This design comes from an exercise in tuning for a short achievable clock period and few clock cycles per item on the open sky130 flow, not from production work.
Function was checked by simulation only, so behaviour that the tests miss may differ from the original.
Power figures rest on the tool's default switching activity, not on a simulated workload.

== before ==
==> flow/design.v <==
module cvu (
    input  wire        clk,
    input  wire        rst,
    input  wire        go,
    input  wire        abort,
    input  wire [3:0]  cfg_preset,
    input  wire        cfg_custom,
    input  wire [6:0]  cfg_width,
    input  wire        cfg_refin,
    input  wire        cfg_refout,
    input  wire [63:0] cfg_poly,
    input  wire [63:0] cfg_init,
    input  wire [63:0] cfg_xorout,
    input  wire [35:0] cfg_len,
    input  wire        range_ok,
    input  wire        held,
    input  wire        mp_on,
    input  wire        in_valid,
    input  wire [63:0] in_data,
    input  wire        in_ecc_err,
    input  wire        in_closed,
    output wire        in_ready,
    output wire        busy,
    output wire        done,
    output wire        aborted,
    output wire [7:0]  status,
    output wire [31:0] scans,
    output wire [63:0] result
);
    localparam [7:0] ST_OK       = 8'h00;
    localparam [7:0] ST_MISMATCH = 8'h01;
    localparam [7:0] ST_UNCORR   = 8'h62;
    localparam [7:0] ST_CLOSED   = 8'h67;
    localparam [6:0]  P0_WIDTH  = 7'd32;
    localparam [63:0] P0_POLY   = 64'h0000_0000_1EDC_6F41;
    localparam [63:0] P0_INIT   = 64'h0000_0000_FFFF_FFFF;
    localparam [63:0] P0_XOROUT = 64'h0000_0000_FFFF_FFFF;
    reg        busy_q, done_q, aborted_q;
    reg [7:0]  status_q;
    reg [31:0] scans_q;
    reg [63:0] result_q;
    reg [63:0] crc_q;        
    reg [63:0] poly_q;       
    reg [63:0] xorout_q;
    reg [5:0]  shift_q;      
    reg        refin_q, refout_q;
    reg [35:0] left_q;       
    reg [63:0] buf_q;        
    reg [3:0]  cnt_q;        
    wire [6:0]  sel_width  = cfg_custom ? cfg_width  : P0_WIDTH;
    wire        sel_refin  = cfg_custom ? cfg_refin  : 1'b1;
    wire        sel_refout = cfg_custom ? cfg_refout : 1'b1;
    wire [63:0] sel_poly   = cfg_custom ? cfg_poly   : P0_POLY;
    wire [63:0] sel_init   = cfg_custom ? cfg_init   : P0_INIT;
    wire [63:0] sel_xorout = cfg_custom ? cfg_xorout : P0_XOROUT;
    wire [5:0]  sel_shift  = 7'd64 - sel_width;
    wire width_ok  = (cfg_width >= 7'd1) && (cfg_width <= 7'd64);
    wire fields_ok = ((cfg_poly   >> cfg_width) == 64'd0) &&
                     ((cfg_init   >> cfg_width) == 64'd0) &&
                     ((cfg_xorout >> cfg_width) == 64'd0);
    wire cfg_ok    = cfg_custom ? (width_ok && fields_ok) : (cfg_preset == 4'd0);
    wire go_ok     = !busy_q && !held && range_ok && cfg_ok && mp_on;
    function [63:0] crc_byte;
        input [63:0] r;
        input [63:0] p;
        input [7:0]  b;
        integer i;
        reg fb;
        begin
            crc_byte = r;
            for (i = 7; i >= 0; i = i - 1) begin
                fb = crc_byte[63] ^ b[i];
                crc_byte = crc_byte << 1;
                if (fb)
                    crc_byte = crc_byte ^ p;
            end
        end
    endfunction
    function [7:0] rev8;
        input [7:0] b;
        integer i;
        begin
            for (i = 0; i < 8; i = i + 1)
                rev8[i] = b[7 - i];
        end
    endfunction
    function [63:0] rev64;
        input [63:0] v;
        integer i;
        begin
            for (i = 0; i < 64; i = i + 1)
                rev64[i] = v[63 - i];
        end
    endfunction
    wire [7:0]  cur_byte  = refin_q ? rev8(buf_q[7:0]) : buf_q[7:0];
    wire [7:0]  nxt_byte  = refin_q ? rev8(buf_q[15:8]) : buf_q[15:8];
    wire [63:0] crc_next  = crc_byte(crc_q, poly_q, cur_byte);
    wire [63:0] crc_next2 = crc_byte(crc_next, poly_q, nxt_byte);
    wire [63:0] crc_final = (refout_q ? rev64(crc_q) : (crc_q >> shift_q)) ^ xorout_q;
    assign in_ready = busy_q && (left_q != 36'd0) && (cnt_q <= 4'd2);
    wire   take     = in_valid && in_ready;
    wire   word_err = in_ecc_err || in_closed;
    wire [3:0] take_cnt = (left_q >= 36'd8) ? 4'd8 : left_q[3:0];
    wire   finish   = busy_q && (left_q == 36'd0) && (cnt_q == 4'd0);
    always @(posedge clk) begin
        if (rst) begin
            busy_q    <= 1'b0;
            done_q    <= 1'b0;
            aborted_q <= 1'b0;
            status_q  <= ST_OK;
            scans_q   <= 32'd0;
            result_q  <= 64'd0;
        end else if (!busy_q) begin
            if (go) begin
                if (go_ok) begin
                    busy_q    <= 1'b1;
                    done_q    <= 1'b0;
                    aborted_q <= 1'b0;
                    status_q  <= ST_OK;
                    result_q  <= 64'd0;
                    crc_q     <= sel_init << sel_shift;
                    poly_q    <= sel_poly << sel_shift;
                    xorout_q  <= sel_xorout;
                    shift_q   <= sel_shift;
                    refin_q   <= sel_refin;
                    refout_q  <= sel_refout;
                    left_q    <= cfg_len;
                    cnt_q     <= 4'd0;
                end else begin
                    status_q  <= ST_MISMATCH;
                end
            end
        end else begin
            if (go)
                status_q <= ST_MISMATCH;
            if (abort || !mp_on) begin
                busy_q    <= 1'b0;
                aborted_q <= 1'b1;
                status_q  <= ST_OK;
                scans_q   <= scans_q + 32'd1;
            end else if (take && word_err) begin
                busy_q    <= 1'b0;
                status_q  <= in_closed ? ST_CLOSED : ST_UNCORR;
                scans_q   <= scans_q + 32'd1;
            end else if (finish) begin
                busy_q    <= 1'b0;
                done_q    <= 1'b1;
                status_q  <= ST_OK;
                result_q  <= crc_final;
                scans_q   <= scans_q + 32'd1;
            end else begin
                if (cnt_q >= 4'd2) begin
                    crc_q <= crc_next2;
                    buf_q <= buf_q >> 16;
                    cnt_q <= cnt_q - 4'd2;
                end else if (cnt_q != 4'd0) begin
                    crc_q <= crc_next;
                    buf_q <= buf_q >> 8;
                    cnt_q <= cnt_q - 4'd1;
                end
                if (take) begin
                    buf_q  <= in_data;
                    cnt_q  <= take_cnt;
                    left_q <= left_q - {32'd0, take_cnt};
                end
            end
        end
    end
    assign busy    = busy_q;
    assign done    = done_q;
    assign aborted = aborted_q;
    assign status  = status_q;
    assign scans   = scans_q;
    assign result  = result_q;
endmodule
==> flow/config.mk <==
export PLATFORM = sky130hd
export DESIGN_NAME = cvu
export DESIGN_NICKNAME = cvu
export VERILOG_FILES = /design/flow/design.v
export SDC_FILE = /design/flow/constraint.sdc
export NUM_CORES = 4
export LEC_CHECK = 0
export CAP_MARGIN = 20
export CORE_MARGIN = 2
export CORE_UTILIZATION = 40
export SETUP_SLACK_MARGIN = 5
export SLEW_MARGIN = 20
==> flow/constraint.sdc <==
create_clock -name core_clock -period 10.0 [get_ports {clk}]
set_input_delay 2.0000 -clock core_clock [delete_from_list [all_inputs] [get_ports {clk}]]
set_output_delay 2.0000 -clock core_clock [all_outputs]
set_load 0.01 [all_outputs]
run.sh (not shown) runs the stock make flow with config.mk's settings and CLKGATE_MAP_FILE= SYNTH_SCRIPT=/design/flow/synth_recipe.tcl, a recipe that flattens the netlist after the stock synthesis.
Testbench counts of before, summed over its fixed seeds: cycles 95,188, bytes 188,376.
Input changes introduced in after (baseline for comparison: before):
--- a/flow/design.v
+++ b/flow/design.v
@@ -93,11 +93,9 @@
         end
     endfunction
     wire [7:0]  cur_byte  = refin_q ? rev8(buf_q[7:0]) : buf_q[7:0];
-    wire [7:0]  nxt_byte  = refin_q ? rev8(buf_q[15:8]) : buf_q[15:8];
     wire [63:0] crc_next  = crc_byte(crc_q, poly_q, cur_byte);
-    wire [63:0] crc_next2 = crc_byte(crc_next, poly_q, nxt_byte);
     wire [63:0] crc_final = (refout_q ? rev64(crc_q) : (crc_q >> shift_q)) ^ xorout_q;
-    assign in_ready = busy_q && (left_q != 36'd0) && (cnt_q <= 4'd2);
+    assign in_ready = busy_q && (left_q != 36'd0) && (cnt_q <= 4'd1);
     wire   take     = in_valid && in_ready;
     wire   word_err = in_ecc_err || in_closed;
     wire [3:0] take_cnt = (left_q >= 36'd8) ? 4'd8 : left_q[3:0];
@@ -149,11 +147,7 @@
                 result_q  <= crc_final;
                 scans_q   <= scans_q + 32'd1;
             end else begin
-                if (cnt_q >= 4'd2) begin
-                    crc_q <= crc_next2;
-                    buf_q <= buf_q >> 16;
-                    cnt_q <= cnt_q - 4'd2;
-                end else if (cnt_q != 4'd0) begin
+                if (cnt_q != 4'd0) begin
                     crc_q <= crc_next;
                     buf_q <= buf_q >> 8;
                     cnt_q <= cnt_q - 4'd1;
Results
- Going from before to after, area of the mapped netlist shrank by 19%; maximum number of pins on one net before global-route repair down about 18%.
- Measured against each other, after and before differ in data arrival time at the worst-slack endpoint, the lower figure coming from after.
- In the flow results for after and before, the fraction of power spent switching nets is smaller on after.
- after ends up with a setup slack that is 1680 ps higher than in before.
- Against before, after comes in 5.0 points lower on fraction of the mapped netlist area in simple logic gates.
- On final worst hold slack, after does worse than before.
- Taking after over before, the synthesized instance count ratio works out to 0.70.
- after vs before — detail-routed via count per cell rose 0.39%.
Testbench counts of after, summed over its fixed seeds: cycles 189,336, bytes 188,376.

-- separate check: timing with driven ports --
The flow's constraints put no driver on any port. The routed layouts listed below were extracted and timed again, unchanged, in two steps.
Step 1 (the two cells are an assumption about what drives the block):
set clk [get_ports {clk}]
set_driving_cell -lib_cell sky130_fd_sc_hd__clkbuf_16 $clk
set_driving_cell -lib_cell sky130_fd_sc_hd__buf_2 [delete_from_list [all_inputs] $clk]
Step 2 adds t to the input delays and takes it off the output delays; t is the mean of the earliest and latest rising clock arrival at the registers after step 1. Input paths then give back, and output paths get back, about the clock's delay inside the block.
Three values: ideal ports, drivers, drivers and shift; two values: the first two.
run | shift t [ns] | setup WS [ns] | worst slew at a driven data input, ns
before | 0.724 | 2.210 / 2.210 / 2.210 | 0.32
after | 0.678 | 3.891 / 3.481 / 2.803 | 0.60
After both steps setup and hold are still met in every run listed. For after, which loses most, drivers alone change the setup slack by -0.410 ns; drivers and shift together by -1.088 ns.
